This design comes from an exercise in tuning for small area, a short achievable clock period and few clock cycles per item on the open sky130 flow, not from production work.
The RTL was checked by simulation tests, not by an equivalence proof against the original design.

==> indigo: inputs <==
==> flow/design.v <==
module flk_digest (
    input  wire          clk,
    input  wire          rst,
    input  wire          start,
    input  wire [63:0]   sec,
    input  wire [15:0]   tick_k,
    input  wire [15:0]   gen,
    input  wire [63:0]   ltc,
    input  wire [95:0]   dout,
    input  wire [63:0]   trip,
    input  wire [63:0]   bf_trip,
    input  wire [63:0]   wsum,
    input  wire [63:0]   wcnt,
    output wire          busy,
    output reg           done,
    output wire [127:0]  digest
);
    wire [511:0] rec = {wcnt, wsum, bf_trip, trip, dout, ltc, gen, tick_k, sec};
    reg [511:0] rec_words;
    integer i;
    always @(*) begin
        for (i = 0; i < 64; i = i + 1)
            rec_words[511 - 8*i -: 8] = rec[8*i +: 8];
    end
    function [63:0] csa;   
        input [31:0] x, y, z;
        begin
            csa[31:0]  = x ^ y ^ z;
            csa[63:32] = {((x[30:0] & y[30:0]) | (x[30:0] & z[30:0]) | (y[30:0] & z[30:0])), 1'b0};
        end
    endfunction
    reg          running;
    reg  [7:0]   n;
    reg  [31:0]  a, b, c, d, e, f, g;
    reg  [31:0]  p;             
    reg  [511:0] w;             
    reg  [31:0]  kp;            
    reg  [31:0]  ws;            
    reg s_setup, s_w1, s_w4, s_w0, s_ff, s_f63, s_inj, s_rot, s_tail, s_gq, s_fin;
    assign busy = running;
    wire [31:0] w0  = w[511:480];
    wire [31:0] w1  = w[479:448];
    wire [31:0] w2  = w[447:416];
    wire [31:0] w4  = w[383:352];
    wire [31:0] w10 = w[191:160];
    wire [31:0] w14 = w[63:32];
    wire [31:0] w15 = w[31:0];
    reg [31:0] kp_lo;
    always @(*) begin
        case (n[6:0])
            7'd0: kp_lo = 32'h71374491;
            7'd1: kp_lo = 32'hb5c0fbcf;
            7'd2: kp_lo = 32'he9b5dba5;
            7'd3: kp_lo = 32'h3956c25b;
            7'd4: kp_lo = 32'h59f111f1;
            7'd5: kp_lo = 32'h923f82a4;
            7'd6: kp_lo = 32'hab1c5ed5;
            7'd7: kp_lo = 32'hd807aa98;
            7'd8: kp_lo = 32'h12835b01;
            7'd9: kp_lo = 32'h243185be;
            7'd10: kp_lo = 32'h550c7dc3;
            7'd11: kp_lo = 32'h72be5d74;
            7'd12: kp_lo = 32'h80deb1fe;
            7'd13: kp_lo = 32'h9bdc06a7;
            7'd14: kp_lo = 32'hc19bf174;
            7'd15: kp_lo = 32'he49b69c1;
            7'd16: kp_lo = 32'hefbe4786;
            7'd17: kp_lo = 32'h0fc19dc6;
            7'd18: kp_lo = 32'h240ca1cc;
            7'd19: kp_lo = 32'h2de92c6f;
            7'd20: kp_lo = 32'h4a7484aa;
            7'd21: kp_lo = 32'h5cb0a9dc;
            7'd22: kp_lo = 32'h76f988da;
            7'd23: kp_lo = 32'h983e5152;
            7'd24: kp_lo = 32'ha831c66d;
            7'd25: kp_lo = 32'hb00327c8;
            7'd26: kp_lo = 32'hbf597fc7;
            7'd27: kp_lo = 32'hc6e00bf3;
            7'd28: kp_lo = 32'hd5a79147;
            7'd29: kp_lo = 32'h06ca6351;
            7'd30: kp_lo = 32'h14292967;
            7'd31: kp_lo = 32'h27b70a85;
            7'd32: kp_lo = 32'h2e1b2138;
            7'd33: kp_lo = 32'h4d2c6dfc;
            7'd34: kp_lo = 32'h53380d13;
            7'd35: kp_lo = 32'h650a7354;
            7'd36: kp_lo = 32'h766a0abb;
            7'd37: kp_lo = 32'h81c2c92e;
            7'd38: kp_lo = 32'h92722c85;
            7'd39: kp_lo = 32'ha2bfe8a1;
            7'd40: kp_lo = 32'ha81a664b;
            7'd41: kp_lo = 32'hc24b8b70;
            7'd42: kp_lo = 32'hc76c51a3;
            7'd43: kp_lo = 32'hd192e819;
            7'd44: kp_lo = 32'hd6990624;
            7'd45: kp_lo = 32'hf40e3585;
            7'd46: kp_lo = 32'h106aa070;
            7'd47: kp_lo = 32'h19a4c116;
            7'd48: kp_lo = 32'h1e376c08;
            7'd49: kp_lo = 32'h2748774c;
            7'd50: kp_lo = 32'h34b0bcb5;
            7'd51: kp_lo = 32'h391c0cb3;
            7'd52: kp_lo = 32'h4ed8aa4a;
            7'd53: kp_lo = 32'h5b9cca4f;
            7'd54: kp_lo = 32'h682e6ff3;
            7'd55: kp_lo = 32'h748f82ee;
            7'd56: kp_lo = 32'h78a5636f;
            7'd57: kp_lo = 32'h84c87814;
            7'd58: kp_lo = 32'h8cc70208;
            7'd59: kp_lo = 32'h90befffa;
            7'd60: kp_lo = 32'ha4506ceb;
            7'd61: kp_lo = 32'hbef9a3f7;
            7'd62: kp_lo = 32'h307b5f59;
            7'd63: kp_lo = 32'h1e6afcb1;
            7'd64: kp_lo = 32'h71374491;
            7'd65: kp_lo = 32'hb5c0fbcf;
            7'd66: kp_lo = 32'he9b5dba5;
            7'd67: kp_lo = 32'h3956c25b;
            7'd68: kp_lo = 32'h59f111f1;
            7'd69: kp_lo = 32'h923f82a4;
            7'd70: kp_lo = 32'hab1c5ed5;
            7'd71: kp_lo = 32'hd807aa98;
            7'd72: kp_lo = 32'h12835b01;
            7'd73: kp_lo = 32'h243185be;
            7'd74: kp_lo = 32'h550c7dc3;
            7'd75: kp_lo = 32'h72be5d74;
            7'd76: kp_lo = 32'h80deb1fe;
            7'd77: kp_lo = 32'h9bdc06a7;
            7'd78: kp_lo = 32'hc19bf374;
            7'd79: kp_lo = 32'h649b69c1;
            7'd80: kp_lo = 32'hf0fe4786;
            7'd81: kp_lo = 32'h0fe1edc6;
            7'd82: kp_lo = 32'h240cf254;
            7'd83: kp_lo = 32'h4fe9346f;
            7'd84: kp_lo = 32'h6cc984be;
            7'd85: kp_lo = 32'h61b9411e;
            7'd86: kp_lo = 32'h16f988fa;
            7'd87: kp_lo = 32'hf2c65152;
            7'd88: kp_lo = 32'ha88e5a6d;
            7'd89: kp_lo = 32'hb019fc65;
            7'd90: kp_lo = 32'hb9d99ec7;
            7'd91: kp_lo = 32'h9a1231c3;
            7'd92: kp_lo = 32'he70eeaa0;
            7'd93: kp_lo = 32'hfdb1232b;
            7'd94: kp_lo = 32'hc7353eb0;
            7'd95: kp_lo = 32'h3069bad5;
            7'd96: kp_lo = 32'hcb976d5f;
            7'd97: kp_lo = 32'h5a0f118f;
            7'd98: kp_lo = 32'hdc1eeefd;
            7'd99: kp_lo = 32'h0a35b689;
            7'd100: kp_lo = 32'hde0b7a04;
            7'd101: kp_lo = 32'h58f4ca9d;
            7'd102: kp_lo = 32'he15d5b16;
            7'd103: kp_lo = 32'h007f3e86;
            7'd104: kp_lo = 32'h37088980;
            7'd105: kp_lo = 32'ha507ea32;
            7'd106: kp_lo = 32'h6fab9537;
            7'd107: kp_lo = 32'h17406110;
            7'd108: kp_lo = 32'h0d8cd6f1;
            7'd109: kp_lo = 32'hcdaa3b6d;
            7'd110: kp_lo = 32'hc0bbbe37;
            7'd111: kp_lo = 32'h83613bda;
            7'd112: kp_lo = 32'hdb48a363;
            7'd113: kp_lo = 32'h0b02e931;
            7'd114: kp_lo = 32'h6fd15ca7;
            7'd115: kp_lo = 32'h521afaca;
            7'd116: kp_lo = 32'h31338431;
            7'd117: kp_lo = 32'h6ed41a95;
            7'd118: kp_lo = 32'h6d437890;
            7'd119: kp_lo = 32'hc39c91f2;
            7'd120: kp_lo = 32'h9eccabbd;
            7'd121: kp_lo = 32'hb5c9a0e6;
            7'd122: kp_lo = 32'h532fb63c;
            7'd123: kp_lo = 32'hd2c741c6;
            7'd124: kp_lo = 32'h07237ea3;
            7'd125: kp_lo = 32'ha4954b68;
            7'd126: kp_lo = 32'h4c191d76;
            7'd127: kp_lo = 32'ha54ff53a;
        endcase
    end
    wire [31:0] kp_next = n[7] ? 32'h0 : kp_lo;    
    wire [31:0] wop = ({32{s_w1}} & w1) | ({32{s_w4}} & w4) | ({32{s_w0}} & w0);
    wire [31:0] S1  = {e[5:0], e[31:6]} ^ {e[10:0], e[31:11]} ^ {e[24:0], e[31:25]};
    wire [31:0] ch  = (e & f) ^ (~e & g);
    wire [31:0] S0  = {a[1:0], a[31:2]} ^ {a[12:0], a[31:13]} ^ {a[21:0], a[31:22]};
    wire [31:0] maj = (a & b) | (a & c) | (b & c);
    wire [63:0] cx  = csa(p, S1, ch);                   
    wire [63:0] ca2 = csa(cx[31:0], cx[63:32], S0);
    wire [63:0] ca3 = csa(ca2[31:0], ca2[63:32], maj);
    wire [31:0] a_n = ca3[31:0] + ca3[63:32];
    wire [63:0] ce2 = csa(cx[31:0], cx[63:32], d);
    wire [31:0] e_n = ce2[31:0] + ce2[63:32];
    wire [63:0] cp1 = csa(s_gq ? c : g, wop, kp);
    wire [31:0] p_n = cp1[31:0] + cp1[63:32];
    wire [31:0] d_n = c + (({32{s_f63}} & 32'he7046c18) | ({32{s_ff}} & 32'ha54ff53a));
    wire [31:0] s0w = {w2[6:0], w2[31:7]} ^ {w2[17:0], w2[31:18]} ^ (w2 >> 3);
    wire [31:0] s1w = {w14[16:0], w14[31:17]} ^ {w14[18:0], w14[31:19]} ^ (w14 >> 10);
    wire [63:0] cw1 = csa(w10, s0w, w1);
    wire [31:0] ws_n = cw1[31:0] + cw1[63:32];
    wire [31:0] wnew = s1w + ws;
    wire [31:0] w15_n = s_inj ? c : s_rot ? w0 : s_tail ? p : wnew;
    wire go = start && !running;
    wire [7:0] n1 = go ? 8'd0 : n + 8'd1;    
    always @(posedge clk) begin
        if (rst) begin
            running <= 1'b0;
            done    <= 1'b0;
        end else begin
            done <= running && s_fin;
            if (go)
                running <= 1'b1;
            else if (s_fin)
                running <= 1'b0;
        end
    end
    always @(posedge clk) begin
        if (go || running) begin
            n       <= n1;
            s_setup <= (n1 == 8'd0);
            s_w1    <= (n1 <= 8'd63);
            s_f63   <= (n1 == 8'd63);
            s_ff    <= (n1 == 8'd64);
            s_inj   <= (n1 >= 8'd64) && (n1 <= 8'd67);
            s_rot   <= (n1 == 8'd0) || ((n1 >= 8'd68) && (n1 <= 8'd128));
            s_w4    <= (n1 == 8'd127);
            s_w0    <= (n1 >= 8'd128);
            s_gq    <= (n1 >= 8'd128);
            s_tail  <= (n1 >= 8'd129);
            s_fin   <= (n1 == 8'd130);
        end
    end
    always @(posedge clk) begin
        kp <= go ? 32'h9e6afcb1 : kp_next;
        p  <= p_n;
        ws <= ws_n;
        d  <= d_n;
        if (go) begin
            a <= 32'hbb67ae85;
            b <= 32'h3c6ef372;
            c <= 32'ha54ff53a;
            e <= 32'h9b05688c;
            f <= 32'h1f83d9ab;
            g <= 32'h0;
            w <= {rec_words[31:0], rec_words[511:32]};
        end else begin
            a <= s_setup ? 32'h6a09e667 : a_n;
            e <= s_setup ? 32'h510e527f : e_n;
            if (s_ff) begin
                b <= a + 32'hbb67ae85;
                c <= b + 32'h3c6ef372;
                f <= e + 32'h9b05688c;
                g <= f + 32'h1f83d9ab;
            end else begin
                b <= a;
                c <= b;
                f <= e;
                g <= f;
            end
            w <= {w[479:0], w15_n};
        end
    end
    assign digest = {c, p, w15, w[63:32]};
endmodule
==> flow/flow/run.sh <==
#!/bin/bash
# The standard layout, with the smallest buffer (buf_1) as the port buffer
# that global placement puts on every input and output, and the timing
# repair aiming 6 ns below the clock period.
set -euo pipefail
export BUFFER_PORTS_ARGS="-buffer_cell sky130_fd_sc_hd__buf_1"
export SETUP_SLACK_MARGIN=6
bash standard.sh > standard_flow.log 2>&1
==> flow/standard.sh <==
#!/bin/bash
# synth_recipe.tcl (not shown) runs the flow's synth.tcl, then flattens the netlist and writes it again
# the make line also repeats each setting of config.mk as NAME=value (left out here)
make -C /OpenROAD-flow-scripts/flow DESIGN_CONFIG=/design/flow/config.mk WORK_HOME=/design/flow/orfs CLKGATE_MAP_FILE= SYNTH_SCRIPT=/design/flow/synth_recipe.tcl "${@:-finish}"
==> flow/config.mk <==
export PLATFORM = sky130hd
export DESIGN_NAME = flk_digest
export DESIGN_NICKNAME = flk_digest
export VERILOG_FILES = /design/flow/design.v
export SDC_FILE = /design/flow/constraint.sdc
export NUM_CORES = 4
export LEC_CHECK = 0
export CAP_MARGIN = 20
export CORE_MARGIN = 2
export CORE_UTILIZATION = 50
export CTS_BUF_LIST = sky130_fd_sc_hd__clkbuf_8
export SLEW_MARGIN = 20
==> flow/constraint.sdc <==
create_clock -name core_clock -period 10.0 [get_ports {clk}]
set_input_delay 2.0000 -clock core_clock [delete_from_list [all_inputs] [get_ports {clk}]]
set_output_delay 2.0000 -clock core_clock [all_outputs]
set_load 0.01 [all_outputs]
==> umber (differences from indigo) <==
--- a/flow/design.v
+++ b/flow/design.v
@@ -31,18 +31,16 @@
     endfunction
     reg          running;
     reg  [7:0]   n;
-    reg  [31:0]  a, b, c, d, e, f, g;
-    reg  [31:0]  p;             
+    reg  [31:0]  a, b, c, e, f, g;
+    reg  [31:0]  p, q;          
     reg  [511:0] w;             
     reg  [31:0]  kp;            
-    reg  [31:0]  ws;            
     reg s_setup, s_w1, s_w4, s_w0, s_ff, s_f63, s_inj, s_rot, s_tail, s_gq, s_fin;
     assign busy = running;
     wire [31:0] w0  = w[511:480];
     wire [31:0] w1  = w[479:448];
-    wire [31:0] w2  = w[447:416];
     wire [31:0] w4  = w[383:352];
-    wire [31:0] w10 = w[191:160];
+    wire [31:0] w9  = w[223:192];
     wire [31:0] w14 = w[63:32];
     wire [31:0] w15 = w[31:0];
     reg [31:0] kp_lo;
@@ -179,26 +177,29 @@
         endcase
     end
     wire [31:0] kp_next = n[7] ? 32'h0 : kp_lo;    
+    wire [31:0] kq = kp ^ ({32{s_f63}} & 32'h27049428) ^ ({32{s_ff}} & 32'hddd00d5a);
     wire [31:0] wop = ({32{s_w1}} & w1) | ({32{s_w4}} & w4) | ({32{s_w0}} & w0);
     wire [31:0] S1  = {e[5:0], e[31:6]} ^ {e[10:0], e[31:11]} ^ {e[24:0], e[31:25]};
     wire [31:0] ch  = (e & f) ^ (~e & g);
     wire [31:0] S0  = {a[1:0], a[31:2]} ^ {a[12:0], a[31:13]} ^ {a[21:0], a[31:22]};
     wire [31:0] maj = (a & b) | (a & c) | (b & c);
-    wire [63:0] cx  = csa(p, S1, ch);                   
-    wire [63:0] ca2 = csa(cx[31:0], cx[63:32], S0);
-    wire [63:0] ca3 = csa(ca2[31:0], ca2[63:32], maj);
+    wire [63:0] ca1 = csa(S1, ch, S0);
+    wire [63:0] ca2 = csa(ca1[31:0], ca1[63:32], maj);
+    wire [63:0] ca3 = csa(ca2[31:0], ca2[63:32], p);
     wire [31:0] a_n = ca3[31:0] + ca3[63:32];
-    wire [63:0] ce2 = csa(cx[31:0], cx[63:32], d);
-    wire [31:0] e_n = ce2[31:0] + ce2[63:32];
-    wire [63:0] cp1 = csa(s_gq ? c : g, wop, kp);
+    wire [63:0] ce1 = csa(S1, ch, q);
+    wire [31:0] e_n = ce1[31:0] + ce1[63:32];
+    wire [63:0] cp1 = csa(g, wop, kp);
     wire [31:0] p_n = cp1[31:0] + cp1[63:32];
-    wire [31:0] d_n = c + (({32{s_f63}} & 32'he7046c18) | ({32{s_ff}} & 32'ha54ff53a));
-    wire [31:0] s0w = {w2[6:0], w2[31:7]} ^ {w2[17:0], w2[31:18]} ^ (w2 >> 3);
+    wire [63:0] cq1 = csa(c, g & {32{~s_gq}}, wop);
+    wire [63:0] cq2 = csa(cq1[31:0], cq1[63:32], kq);
+    wire [31:0] q_n = cq2[31:0] + cq2[63:32];
+    wire [31:0] s0w = {w1[6:0], w1[31:7]} ^ {w1[17:0], w1[31:18]} ^ (w1 >> 3);
     wire [31:0] s1w = {w14[16:0], w14[31:17]} ^ {w14[18:0], w14[31:19]} ^ (w14 >> 10);
-    wire [63:0] cw1 = csa(w10, s0w, w1);
-    wire [31:0] ws_n = cw1[31:0] + cw1[63:32];
-    wire [31:0] wnew = s1w + ws;
-    wire [31:0] w15_n = s_inj ? c : s_rot ? w0 : s_tail ? p : wnew;
+    wire [63:0] cw1 = csa(s1w, s0w, w9);
+    wire [63:0] cw2 = csa(cw1[31:0], cw1[63:32], w0);
+    wire [31:0] wnew = cw2[31:0] + cw2[63:32];
+    wire [31:0] w15_n = s_inj ? c : s_rot ? w0 : s_tail ? q : wnew;
     wire go = start && !running;
     wire [7:0] n1 = go ? 8'd0 : n + 8'd1;    
     always @(posedge clk) begin
@@ -232,8 +233,7 @@
     always @(posedge clk) begin
         kp <= go ? 32'h9e6afcb1 : kp_next;
         p  <= p_n;
-        ws <= ws_n;
-        d  <= d_n;
+        q  <= q_n;
         if (go) begin
             a <= 32'hbb67ae85;
             b <= 32'h3c6ef372;
@@ -259,5 +259,5 @@
             w <= {w[479:0], w15_n};
         end
     end
-    assign digest = {c, p, w15, w[63:32]};
+    assign digest = {c, q, w15, w[63:32]};
 endmodule
==> flow/flow/run.sh (replaced) <==
#!/bin/bash
# The standard layout, with the smallest buffer (buf_1) as the port buffer
# that global placement puts on every input and output.
set -euo pipefail
export BUFFER_PORTS_ARGS="-buffer_cell sky130_fd_sc_hd__buf_1"
bash standard.sh > standard_flow.log 2>&1
--- a/flow/config.mk
+++ b/flow/config.mk
@@ -7,6 +7,7 @@
 export LEC_CHECK = 0
 export CAP_MARGIN = 20
 export CORE_MARGIN = 2
-export CORE_UTILIZATION = 50
+export CORE_UTILIZATION = 55
 export CTS_BUF_LIST = sky130_fd_sc_hd__clkbuf_8
+export SETUP_SLACK_MARGIN = 5
 export SLEW_MARGIN = 20
==> delta (differences from indigo) <==
--- a/flow/design.v
+++ b/flow/design.v
@@ -35,14 +35,12 @@
     reg  [31:0]  p;             
     reg  [511:0] w;             
     reg  [31:0]  kp;            
-    reg  [31:0]  ws;            
     reg s_setup, s_w1, s_w4, s_w0, s_ff, s_f63, s_inj, s_rot, s_tail, s_gq, s_fin;
     assign busy = running;
     wire [31:0] w0  = w[511:480];
     wire [31:0] w1  = w[479:448];
-    wire [31:0] w2  = w[447:416];
     wire [31:0] w4  = w[383:352];
-    wire [31:0] w10 = w[191:160];
+    wire [31:0] w9  = w[223:192];
     wire [31:0] w14 = w[63:32];
     wire [31:0] w15 = w[31:0];
     reg [31:0] kp_lo;
@@ -193,11 +191,11 @@
     wire [63:0] cp1 = csa(s_gq ? c : g, wop, kp);
     wire [31:0] p_n = cp1[31:0] + cp1[63:32];
     wire [31:0] d_n = c + (({32{s_f63}} & 32'he7046c18) | ({32{s_ff}} & 32'ha54ff53a));
-    wire [31:0] s0w = {w2[6:0], w2[31:7]} ^ {w2[17:0], w2[31:18]} ^ (w2 >> 3);
+    wire [31:0] s0w = {w1[6:0], w1[31:7]} ^ {w1[17:0], w1[31:18]} ^ (w1 >> 3);
     wire [31:0] s1w = {w14[16:0], w14[31:17]} ^ {w14[18:0], w14[31:19]} ^ (w14 >> 10);
-    wire [63:0] cw1 = csa(w10, s0w, w1);
-    wire [31:0] ws_n = cw1[31:0] + cw1[63:32];
-    wire [31:0] wnew = s1w + ws;
+    wire [63:0] cw1 = csa(s1w, s0w, w9);
+    wire [63:0] cw2 = csa(cw1[31:0], cw1[63:32], w0);
+    wire [31:0] wnew = cw2[31:0] + cw2[63:32];
     wire [31:0] w15_n = s_inj ? c : s_rot ? w0 : s_tail ? p : wnew;
     wire go = start && !running;
     wire [7:0] n1 = go ? 8'd0 : n + 8'd1;    
@@ -232,7 +230,6 @@
     always @(posedge clk) begin
         kp <= go ? 32'h9e6afcb1 : kp_next;
         p  <= p_n;
-        ws <= ws_n;
         d  <= d_n;
         if (go) begin
             a <= 32'hbb67ae85;
==> comparison table <==
Max transition margin: delta 21.5%; umber 14.8%; indigo 24.6%
Result of the run: delta finished clean; umber finished clean; indigo finished clean
Number of cell instances on the worst register-to-register path: delta 19; umber 14; indigo 17
Synthesized area: delta 0.0500 mm^2; umber 0.0524 mm^2; indigo 0.0518 mm^2
Diode count: delta 24; umber 21; indigo 13
Met2 routed WL: delta 97,500 um; umber 93,000 um; indigo 100,000 um
Total global routing track utilization: delta 41.7%; umber 43.7%; indigo 42.2%
Crit path setup slack, layout: delta 5580 ps; umber 5000 ps; indigo 5160 ps
Number of global-route vias before repair: delta 45.3k; umber 46.8k; indigo 47.2k
First DRT Iteration DRCs: delta 6,611; umber 7,787; indigo 6,267
Multi-input gate area: delta 0.0325 mm^2; umber 0.0314 mm^2; indigo 0.0324 mm^2
Number of antenna violations at the first check in global routing: delta 27; umber 29; indigo 22
Fraction of area in multi-input gates: delta 53.7%; umber 53.9%; indigo 52.9%
Non-Filler Cell Area, Final: delta 0.0606 mm^2; umber 0.0584 mm^2; indigo 0.0611 mm^2
Mapped Avg Cell Area: delta 7.98 um^2; umber 7.80 um^2; indigo 7.94 um^2
Area growth from synthesis to layout: delta 21.2%; umber 11.4%; indigo 18.0%
Fraction of layout cells with a size suffix above 1: delta 15.0%; umber 5.69%; indigo 11.4%
Post-placement setup slack: delta 4460 ps; umber 4550 ps; indigo 4230 ps
Die Span X: delta 320 um; umber 313 um; indigo 326 um
Critical hold path startpoint: delta w[315]; umber w[393]; indigo w[302]
Testbench counts of indigo, summed over its fixed seeds: cycles 158,400, items 1,200.
Testbench counts of umber, summed over its fixed seeds: cycles 158,400, items 1,200.
Testbench counts of delta, summed over its fixed seeds: cycles 158,400, items 1,200.

## separate check: timing with driven ports
Ports are ideal in the flow. The routed layouts listed here were re-timed in OpenROAD. Step 1, drivers: a clkbuf_16 drives clk and a buf_2 each remaining input, both assumed. Step 2 adds t to the input delays and takes it off the output delays; t is the mean of the earliest and latest rising clock arrival at the registers after step 1. Input paths then give back, and output paths get back, about the clock's delay inside the block. a / b / c = ideal / step 1 / step 2; a / b = the first two.
run	t (ns)	slack for setup (ns)	clock arrival spread, ns
indigo	0.947	5.162 / 5.162 / 5.080	0.051 / 0.051
umber	0.913	5.004 / 5.004 / 4.312	0.045 / 0.045
delta	0.905	5.575 / 5.575 / 5.078	0.052 / 0.052
After both steps setup and hold are still met in every run listed. The setup slack of umber, which loses most, moves by 0.000 ns with the drivers and by -0.692 ns with both steps.
